This is an optimization exercise on Yosys and OpenROAD, whose aim is small area, a short achievable clock period and few clock cycles per item, not a production implementation.
Where RTL was checked, it was by simulation tests only, not by an equivalence proof against the original.

Design zrf_hdr_dec, start of the top module:
module zrf_hdr_dec (
    input  wire         clk,
    input  wire         rst,           
    input  wire         in_valid,
    output wire         in_ready,
    input  wire [146:0] in_bits,       
    input  wire         exp_side,
    input  wire [3:0]   exp_layer,
    input  wire [2:0]   exp_spot,
    input  wire [23:0]  exp_rb,
    input  wire [5:0]   exp_frame,
    input  wire         chk_frame,     
    output reg          out_valid,
    input  wire         out_ready,
    output reg  [63:0]  out_info,      
    output reg  [1:0]   out_nerr,      
    output reg          out_fail,      
    output reg          out_match      
);
Settings: LEC_CHECK=0, CAP_MARGIN=20, CORE_MARGIN=2, CORE_UTILIZATION=40, SLEW_MARGIN=20, SYNTH_HIERARCHICAL=1, SYNTH_MINIMUM_KEEP_SIZE=0; clock period 18.0 ns.
standard.sh (not shown) runs the stock make flow with config.mk's settings and CLKGATE_MAP_FILE= SYNTH_SCRIPT=/design/flow/synth_recipe.tcl, a recipe that flattens the netlist after the stock synthesis.
==> flow/flow/run.sh <==
#!/bin/bash
# The standard layout (the standard.sh, standard synthesis included), with
# two changes: the port buffers that global placement inserts are buf_2 cells
# instead of the default clkdlybuf4s50_1, and timing repair aims for 13.4 ns of
# setup slack at the design's 18 ns clock, so that it also sizes the paths
# that set the achieved period.
set -euo pipefail
bash standard.sh BUFFER_PORTS_ARGS="-buffer_cell sky130_fd_sc_hd__buf_2" SETUP_SLACK_MARGIN=13.4 > standard.log 2>&1
Testbench counts at the start, summed over its fixed seeds: cycles 2,432, items 2,400.
Next try:
==> flow/flow/run.sh (replaced) <==
#!/bin/bash
# The standard layout (the standard.sh, standard synthesis included), with
# three changes: the port buffers that global placement inserts are buf_2
# cells instead of the default clkdlybuf4s50_1; timing repair aims for 13.2 ns
# of setup slack at the design's 18 ns clock, so that it also sizes the paths
# that set the achieved period; and after global routing the cells on the 30%
# of paths with the most slack are downsized (ORFS's RECOVER_POWER step).
set -euo pipefail
bash standard.sh BUFFER_PORTS_ARGS="-buffer_cell sky130_fd_sc_hd__buf_2" SETUP_SLACK_MARGIN=13.2 RECOVER_POWER=30 > standard.log 2>&1
Settings changed: CORE_UTILIZATION 40 to 70, CTS_BUF_LIST set to sky130_fd_sc_hd__clkbuf_8 sky130_fd_sc_hd__clkbuf_16, CTS_CLUSTER_DIAMETER set to 100, CTS_CLUSTER_SIZE set to 20, PLACE_DENSITY set to 0.85.
Outcome:
- Now the flow finished with max-capacitance violations, max-slew violations left
- hold slack is better by 0.0080 ns
- synthesized area is unchanged
- via count increases by about 3.2%
- non-clock buffer count drops by 79
Next try:
==> flow/flow/run.sh (replaced) <==
#!/bin/bash
# The standard layout (the standard.sh, standard synthesis included), with
# two changes: the port buffers that global placement inserts are buf_2 cells
# instead of the default clkdlybuf4s50_1, and timing repair aims for 13.2 ns of
# setup slack at the design's 18 ns clock, so that it also sizes the paths
# that set the achieved period.
set -euo pipefail
bash standard.sh BUFFER_PORTS_ARGS="-buffer_cell sky130_fd_sc_hd__buf_2" SETUP_SLACK_MARGIN=13.2 > standard.log 2>&1
Settings changed: CAP_MARGIN 20 to 10, CORE_UTILIZATION 70 to 60, GPL_TIMING_DRIVEN set to 1, PLACE_DENSITY 0.85 to 0.75, SLEW_MARGIN 20 to 10.
Effect:
- The changed run finished with timing, DRC and antenna clean
- die area rose by about a fifth
- fmax rose by well over a third
- setup slack is better by 2.0 ns

========
zrf_hdr_dec again, from the RTL that the note above started with.
clock: 18.0 ns
lec_check: 0
cap_margin: 20
core_margin: 2
core_utilization: 80
cts_buf_list: sky130_fd_sc_hd__clkbuf_8 sky130_fd_sc_hd__clkbuf_16
cts_cluster_diameter: 100
cts_cluster_size: 20
place_density: 0.92
slew_margin: 20
synth_hierarchical: 1
synth_minimum_keep_size: 0
==> flow/flow/run.sh <==
#!/bin/bash
# The standard layout (the standard.sh, standard synthesis included), with
# two changes: the port buffers that global placement inserts are buf_2 cells
# instead of the default clkdlybuf4s50_1, and timing repair aims for 13.2 ns of
# setup slack at the design's 18 ns clock, so that it also sizes the paths
# that set the achieved period.
set -euo pipefail
bash standard.sh BUFFER_PORTS_ARGS="-buffer_cell sky130_fd_sc_hd__buf_2" SETUP_SLACK_MARGIN=13.2 > standard.log 2>&1
The starting point stopped in global routing (5_1_grt) on GRT-0232.
Testbench counts at the start, summed over its fixed seeds: cycles 2,432, items 2,400.
Then changed:
==> flow/flow/run.sh (replaced) <==
#!/bin/bash
# The standard layout (the standard.sh, standard synthesis included), with
# two changes: the port buffers that global placement inserts are buf_2 cells
# instead of the default clkdlybuf4s50_1, and timing repair aims for 13.25 ns of
# setup slack at the design's 18 ns clock, so that it also sizes the paths
# that set the achieved period.
set -euo pipefail
bash standard.sh BUFFER_PORTS_ARGS="-buffer_cell sky130_fd_sc_hd__buf_2" SETUP_SLACK_MARGIN=13.25 > standard.log 2>&1
Settings changed: CORE_UTILIZATION 80 to 70, PLACE_DENSITY 0.92 to 0.85.
After rerunning:
- This time the run completed without violations
- area after synthesis is unchanged
- synthesized cell count is unchanged
Then changed:
==> flow/flow/run.sh (replaced) <==
#!/bin/bash
# The standard layout (the standard.sh, standard synthesis included), with
# two changes: the port buffers that global placement inserts are buf_2 cells
# instead of the default clkdlybuf4s50_1, and timing repair aims for 13 ns of
# setup slack at the design's 18 ns clock, so that it also sizes the paths
# that set the achieved period.
set -euo pipefail
bash standard.sh BUFFER_PORTS_ARGS="-buffer_cell sky130_fd_sc_hd__buf_2" SETUP_SLACK_MARGIN=13 > standard.log 2>&1
Settings changed: CORE_UTILIZATION 70 to 40, CTS_BUF_LIST sky130_fd_sc_hd__clkbuf_8 sky130_fd_sc_hd__clkbuf_16 to sky130_fd_sc_hd__clkbuf_4 sky130_fd_sc_hd__clkbuf_8, CTS_CLUSTER_DIAMETER 100 to unset, CTS_CLUSTER_SIZE 20 to unset, PLACE_DENSITY 0.85 to unset.
After rerunning: Clock skew is higher by 9.6 ps; register-to-register slack is worse by 170 ps; die area rose by 74%.
Then changed:
==> flow/flow/run.sh (replaced) <==
#!/bin/bash
# The standard layout (the standard.sh, standard synthesis included), with
# two changes: the port buffers that global placement inserts are buf_2 cells
# instead of the default clkdlybuf4s50_1, and timing repair aims for 13.2 ns of
# setup slack at the design's 18 ns clock, so that it also sizes the paths
# that set the achieved period.
set -euo pipefail
bash standard.sh BUFFER_PORTS_ARGS="-buffer_cell sky130_fd_sc_hd__buf_2" SETUP_SLACK_MARGIN=13.2 > standard.log 2>&1
Settings changed: CORE_UTILIZATION 40 to 70, CTS_BUF_LIST sky130_fd_sc_hd__clkbuf_4 sky130_fd_sc_hd__clkbuf_8 to sky130_fd_sc_hd__clkbuf_8 sky130_fd_sc_hd__clkbuf_16, CTS_CLUSTER_DIAMETER set to 100, CTS_CLUSTER_SIZE set to 20, PLACE_DENSITY set to 0.85.
Fmax rises by 4.5%; setup slack gets better by 210 ps; via count increases by 4.8%.
Then changed:
Settings changed: CORE_UTILIZATION 70 to 40, PLACE_DENSITY 0.85 to unset.
Design area grows by 2.8%.
Fmax shrinks by 1.7%.
Synthesized area does not change.
Non-clock buffer count grows by 23.
Die area grows by 74%.
Global-route usage shrinks by 15 points.
Then changed:
Settings changed: CORE_UTILIZATION 40 to 70, CTS_CLUSTER_SIZE 20 to 30, PLACE_DENSITY set to 0.85.
=> Final area falls by a few percent; worst setup slack improves by 43 ps; cell count falls by roughly a tenth; via count rises by a few percent; synthesized cell count is unchanged; worst hold slack improves by 3.4 ps.

========
Setup of north:
Starting RTL as in the previous note.
Settings: LEC_CHECK=0, CAP_MARGIN=20, CORE_MARGIN=2, CORE_UTILIZATION=40, CTS_BUF_LIST=sky130_fd_sc_hd__clkbuf_8 sky130_fd_sc_hd__clkbuf_16, CTS_CLUSTER_DIAMETER=150, CTS_CLUSTER_SIZE=30, SLEW_MARGIN=20, SYNTH_HIERARCHICAL=1, SYNTH_MINIMUM_KEEP_SIZE=0; clock period 18.0 ns.
==> flow/flow/run.sh <==
#!/bin/bash
# The standard layout (the standard.sh, standard synthesis included), with
# two changes: the port buffers that global placement inserts are buf_2 cells
# instead of the default clkdlybuf4s50_1, and timing repair aims for 13 ns of
# setup slack at the design's 18 ns clock, so that it also sizes the paths
# that set the achieved period.
set -euo pipefail
bash standard.sh BUFFER_PORTS_ARGS="-buffer_cell sky130_fd_sc_hd__buf_2" SETUP_SLACK_MARGIN=13 > standard.log 2>&1
Testbench counts of north, summed over its fixed seeds: cycles 2,432, items 2,400.
Input changes introduced in south (baseline for comparison: north):
Settings: changing CORE_UTILIZATION from 40 to 60; setting PLACE_DENSITY to 0.75 for the first time; changing CTS_CLUSTER_SIZE from 30 to 20; changing CTS_CLUSTER_DIAMETER from 150 to 100.
--- a/flow/flow/run.sh
+++ b/flow/flow/run.sh
@@ -4 +4 @@
-# instead of the default clkdlybuf4s50_1, and timing repair aims for 13 ns of
+# instead of the default clkdlybuf4s50_1, and timing repair aims for 13.3 ns of
@@ -8 +8 @@
-bash standard.sh BUFFER_PORTS_ARGS="-buffer_cell sky130_fd_sc_hd__buf_2" SETUP_SLACK_MARGIN=13 > standard.log 2>&1
+bash standard.sh BUFFER_PORTS_ARGS="-buffer_cell sky130_fd_sc_hd__buf_2" SETUP_SLACK_MARGIN=13.3 > standard.log 2>&1
--- outcome ---
Re cell total after placement: north was higher than south. Met3 wire length (south / north): 1.5. Taking north as the reference, in south first-pass GRT wire length lost 2.6%, layout clock buffer count higher, largest net degree at the start of global routing climbed 0.56%. Sort north and south by final cycle utilization of the critical path desc -> top: north. Min number of core rows across north and south: south. south ends up with a final weighted congestion of routability-driven global placement that is 7.5% higher than in north. From north to south the numbers moved as follows: count of routing violations after the opening detailed-route iteration went up by about 26%; non-clock buffer count went up by 11%; required time at the worst-slack endpoint went down by 3960 ps.

========
zrf_hdr_dec, a different RTL version from the one above (not shown whole).
For scale: roughly 560 flip-flops, roughly 37000 µm² of cells after synthesis.
==> flow/design.v (excerpt) <==
module zrf_hdr_dec (
    input  wire         clk,
    input  wire         rst,           
    input  wire         in_valid,
    output wire         in_ready,
    input  wire [146:0] in_bits,       
    input  wire         exp_side,
    input  wire [3:0]   exp_layer,
    input  wire [2:0]   exp_spot,
    input  wire [23:0]  exp_rb,
    input  wire [5:0]   exp_frame,
    input  wire         chk_frame,     
    output reg          out_valid,
    input  wire         out_ready,
    output reg  [63:0]  out_info,      
    output reg  [1:0]   out_nerr,      
    output reg          out_fail,      
    output reg          out_match      
);
Settings: LEC_CHECK=0, CAP_MARGIN=20, CORE_MARGIN=2, CORE_UTILIZATION=40, SLEW_MARGIN=20, SYNTH_HIERARCHICAL=1, SYNTH_MINIMUM_KEEP_SIZE=0; clock period 18.0 ns.
==> flow/flow/run.sh <==
#!/bin/bash
# The standard layout (the standard.sh, standard synthesis included), with
# one change: the port buffers that global placement inserts are buf_2 cells
# instead of the default clkdlybuf4s50_1, which is larger and slower.
set -euo pipefail
bash standard.sh BUFFER_PORTS_ARGS="-buffer_cell sky130_fd_sc_hd__buf_2" > standard.log 2>&1
Change:
==> flow/flow/run.sh (replaced) <==
#!/bin/bash
# The standard layout (the standard.sh, standard synthesis included), with
# two changes: the port buffers that global placement inserts are buf_2 cells
# instead of the default clkdlybuf4s50_1, and timing repair aims for 13 ns of
# setup slack at the design's 18 ns clock, so that it also sizes the paths
# that set the achieved period.
set -euo pipefail
bash standard.sh BUFFER_PORTS_ARGS="-buffer_cell sky130_fd_sc_hd__buf_2" SETUP_SLACK_MARGIN=13 > standard.log 2>&1
The changed run went through all stages and came out clean; worst setup slack improves by 1.6 ns; sequential share of layout area is lower by 1.8 points; cell count grows by 1.6%; first-iteration DRC count barely changes.
Change:
==> flow/run.sh (new file) <==
#!/bin/bash
# synth_recipe.tcl (not shown) runs the flow's synth.tcl, then flattens the netlist and writes it again
# the make line also repeats each setting of config.mk as NAME=value (left out here)
make -C /OpenROAD-flow-scripts/flow DESIGN_CONFIG=/design/flow/config.mk WORK_HOME=/design/flow/orfs CLKGATE_MAP_FILE= SYNTH_SCRIPT=/design/flow/synth_recipe.tcl finish
removed: flow/flow/run.sh
removed: flow/standard.sh
What happened: First-iteration DRC count climbs slightly. Die area stays the same. Area after synthesis stays the same. Routed wire length drops slightly. Via count drops slightly. Synthesized cell count stays the same. Worst hold slack degrades by 0.024 ns.
No functional check of the RTL was part of any run of this note.

========
Setup of build 96:
zrf_hdr_dec with an RTL version that a note above also has.
For scale: roughly 560 flip-flops, roughly 260 I/O pins, ~38000 sq um of cells after synthesis.
// zrf_hdr_dec
module zrf_hdr_dec (
    input  wire         clk,
    input  wire         rst,           
    input  wire         in_valid,
    output wire         in_ready,
    input  wire [146:0] in_bits,       
    input  wire         exp_side,
    input  wire [3:0]   exp_layer,
    input  wire [2:0]   exp_spot,
    input  wire [23:0]  exp_rb,
    input  wire [5:0]   exp_frame,
    input  wire         chk_frame,     
    output reg          out_valid,
    input  wire         out_ready,
    output reg  [63:0]  out_info,      
    output reg  [1:0]   out_nerr,      
    output reg          out_fail,      
    output reg          out_match      
);
==> flow/config.mk <==
export PLATFORM = sky130hd
export DESIGN_NAME = zrf_hdr_dec
export DESIGN_NICKNAME = zrf_hdr_dec
export VERILOG_FILES = /design/flow/design.v
export SDC_FILE = /design/flow/constraint.sdc
export NUM_CORES = 4
export LEC_CHECK = 0
export CAP_MARGIN = 20
export CORE_MARGIN = 2
export CORE_UTILIZATION = 70
export CTS_BUF_LIST = sky130_fd_sc_hd__clkbuf_8 sky130_fd_sc_hd__clkbuf_16
export CTS_CLUSTER_DIAMETER = 100
export CTS_CLUSTER_SIZE = 20
export PLACE_DENSITY = 0.85
export SETUP_SLACK_MARGIN = 5
export SLEW_MARGIN = 20
export SYNTH_HIERARCHICAL = 1
export SYNTH_MINIMUM_KEEP_SIZE = 0
==> flow/constraint.sdc <==
create_clock -name core_clock -period 18.0 [get_ports {clk}]
set_input_delay 3.6000 -clock core_clock [delete_from_list [all_inputs] [get_ports {clk}]]
set_output_delay 3.6000 -clock core_clock [all_outputs]
set_load 0.01 [all_outputs]
run.sh (not shown) runs the stock make flow with config.mk's settings and CLKGATE_MAP_FILE= SYNTH_SCRIPT=/design/flow/synth_recipe.tcl, a recipe that flattens the netlist after the stock synthesis.
Stock flow here: none of the scripts above is used.
Build 96 ended with every stage complete and zero timing, DRC or antenna violations.
Testbench counts of build 96, summed over its fixed seeds: cycles 2,432, items 2,400.
#### Input delta (build 81 over build 96)
Settings: putting ABC_CLOCK_PERIOD_IN_PS at 4000 where nothing was set; swapping 0.85 for 0.75 in PLACE_DENSITY; clearing SETUP_SLACK_MARGIN, which used to be 5; swapping 70 for 60 in CORE_UTILIZATION.
==> flow/flow/run.sh (new file) <==
#!/bin/bash
# The standard layout (the standard.sh, standard synthesis included), with
# two changes: the port buffers that global placement inserts are buf_2 cells
# instead of the default clkdlybuf4s50_1, and timing repair aims for 13.2 ns of
# setup slack at the design's 18 ns clock, so that it also sizes the paths
# that set the achieved period.
set -euo pipefail
bash standard.sh BUFFER_PORTS_ARGS="-buffer_cell sky130_fd_sc_hd__buf_2" SETUP_SLACK_MARGIN=13.2 > standard.log 2>&1
==> flow/standard.sh (new file) <==
#!/bin/bash
# synth_recipe.tcl (not shown) runs the flow's synth.tcl, then flattens the netlist and writes it again
# the make line also repeats each setting of config.mk as NAME=value (left out here)
make -C /OpenROAD-flow-scripts/flow DESIGN_CONFIG=/design/flow/config.mk WORK_HOME=/design/flow/orfs CLKGATE_MAP_FILE= SYNTH_SCRIPT=/design/flow/synth_recipe.tcl "${@:-finish}"
removed: flow/run.sh
[summary]
Across build 81 and build 96, none had a timing, DRC or antenna violation. Re met3 wire length: build 81 and build 96 aren't equal, and the lower value belongs to build 81. Proportion of register bits with asynchronous set or reset after synthesis came out exactly the same in build 81 and build 96. Going from build 96 to build 81, total detailed-routing wirelength shrank by a little under 10%. Comparing build 96 against build 81, there is no change at all in flip-flop and latch count. Cell at the slowest stage of the critical path: xnor2_1 -> build 96, edfxtp_1 -> build 81. Count of pins on the block boundary of build 96 is on par with build 81. When the final numbers for build 81 and build 96 were put side by side, the part of the cycle the worst path needs turned out to be greater in build 96. Build 81 vs build 96 — via count dropped 1171.
Here is what was changed in the inputs of build 50 compared with build 81.
Settings: removing CTS_CLUSTER_DIAMETER (formerly 100); removing CTS_CLUSTER_SIZE (formerly 20); removing CTS_BUF_LIST (formerly sky130_fd_sc_hd__clkbuf_8 sky130_fd_sc_hd__clkbuf_16); changing CORE_UTILIZATION from 60 to 40; removing PLACE_DENSITY (formerly 0.75); removing ABC_CLOCK_PERIOD_IN_PS (formerly 4000).
-- flow/flow/run.sh --
<<< build 81, line 4
# instead of the default clkdlybuf4s50_1, and timing repair aims for 13.2 ns of
>>> build 50, line 4
# instead of the default clkdlybuf4s50_1, and timing repair aims for 13 ns of
<<< build 81, line 8
bash standard.sh BUFFER_PORTS_ARGS="-buffer_cell sky130_fd_sc_hd__buf_2" SETUP_SLACK_MARGIN=13.2 > standard.log 2>&1
>>> build 50, line 8
bash standard.sh BUFFER_PORTS_ARGS="-buffer_cell sky130_fd_sc_hd__buf_2" SETUP_SLACK_MARGIN=13 > standard.log 2>&1
## What came out
Build 50 vs. build 81: global-route wire length before repair now larger; routed wire length now larger; detailed-route via count now smaller.
On worst setup slack, build 81 beats build 50.
Going from build 81 to build 50, final cell count rose 9.0%.
Relative to build 81, the final-layout clock buffer total measured on build 50 has increased by more than half.
What build 57 does differently from build 50 at the input level:
Settings: setting CTS_CLUSTER_DIAMETER to 80 for the first time; setting PLACE_DENSITY to 0.85 for the first time; setting CTS_CLUSTER_SIZE to 16 for the first time; changing CORE_UTILIZATION from 40 to 70; setting CTS_BUF_LIST to sky130_fd_sc_hd__clkbuf_4 sky130_fd_sc_hd__clkbuf_8 for the first time.
-- flow/flow/run.sh --
<<< build 50, line 4
# instead of the default clkdlybuf4s50_1, and timing repair aims for 13 ns of
>>> build 57, line 4
# instead of the default clkdlybuf4s50_1, and timing repair aims for 13.2 ns of
<<< build 50, line 8
bash standard.sh BUFFER_PORTS_ARGS="-buffer_cell sky130_fd_sc_hd__buf_2" SETUP_SLACK_MARGIN=13 > standard.log 2>&1
>>> build 57, line 8
bash standard.sh BUFFER_PORTS_ARGS="-buffer_cell sky130_fd_sc_hd__buf_2" SETUP_SLACK_MARGIN=13.2 > standard.log 2>&1
==> comparison <==
Summary: with build 50 as the reference, via density per instance in build 57 moved up by more than 10%.
Diff build 50 and build 57: fmax higher in build 57
NOTE number of cells in the finished layout apart from fillers build 50->build 57 decreased by more than 10%
Going from build 50 to build 57, final estimated routing congestion in global placement moved up.
Smallest setup slack after layout in build 57 vs build 50: up 0.065 ns

[port drivers added, routing unchanged]
The results above use ideal ports. As a check the final layouts listed here were re-extracted and re-timed, cells and wires unchanged. Step 1: set_driving_cell puts a clkbuf_16 on clk and a buf_2 on each other input, an assumption about the parent block. Step 2 also shifts input and output timing later by t, the mid clock arrival at the registers, as if the neighbouring blocks saw the same clock. Slacks: no drivers / after step 1 / after step 2; pairs: no drivers / after step 1.
| run | shift t [ns] | setup WS [ns] | hold slack, ns |
|---|---|---|---|
| the first run of note 1 | 0.693 | 13.037 / 12.967 / 13.007 | 0.401 / 0.401 / 0.401 |
| the second run of note 1 | 0.621 | 11.166 / 11.166 / 11.166 | 0.409 / 0.409 / 0.409 |
| the third run of note 1 | 0.641 | 13.197 / 13.132 / 13.008 | 0.392 / 0.392 / 0.392 |
| the second run of note 2 | 0.638 | 13.206 / 13.139 / 13.083 | 0.415 / 0.415 / 0.415 |
| the third run of note 2 | 0.744 | 13.006 / 12.944 / 13.071 | 0.402 / 0.402 / 0.402 |
| the fourth run of note 2 | 0.621 | 13.219 / 13.160 / 13.137 | 0.411 / 0.411 / 0.411 |
| the fifth run of note 2 | 0.629 | 13.134 / 13.071 / 13.046 | 0.406 / 0.406 / 0.406 |
| the sixth run of note 2 | 0.647 | 13.177 / 13.118 / 13.149 | 0.410 / 0.410 / 0.410 |
| north | 0.665 | 13.042 / 12.994 / 13.042 | 0.410 / 0.410 / 0.410 |
| south | 0.641 | 13.172 / 13.113 / 13.152 | 0.394 / 0.394 / 0.394 |
| the first run of note 4 | 0.698 | 11.442 / 11.442 / 11.442 | 0.411 / 0.411 / 0.411 |
| the second run of note 4 | 0.698 | 13.014 / 12.952 / 13.023 | 0.401 / 0.401 / 0.401 |
| the third run of note 4 | 0.680 | 11.467 / 11.467 / 11.467 | 0.377 / 0.377 / 0.377 |
| build 96 | 0.645 | 11.320 / 11.320 / 11.320 | 0.413 / 0.413 / 0.413 |
| build 81 | 0.641 | 13.197 / 13.132 / 13.008 | 0.392 / 0.392 / 0.392 |
| build 50 | 0.682 | 13.062 / 13.004 / 13.062 | 0.406 / 0.406 / 0.406 |
| build 57 | 0.699 | 13.127 / 13.073 / 13.136 | 0.410 / 0.410 / 0.410 |
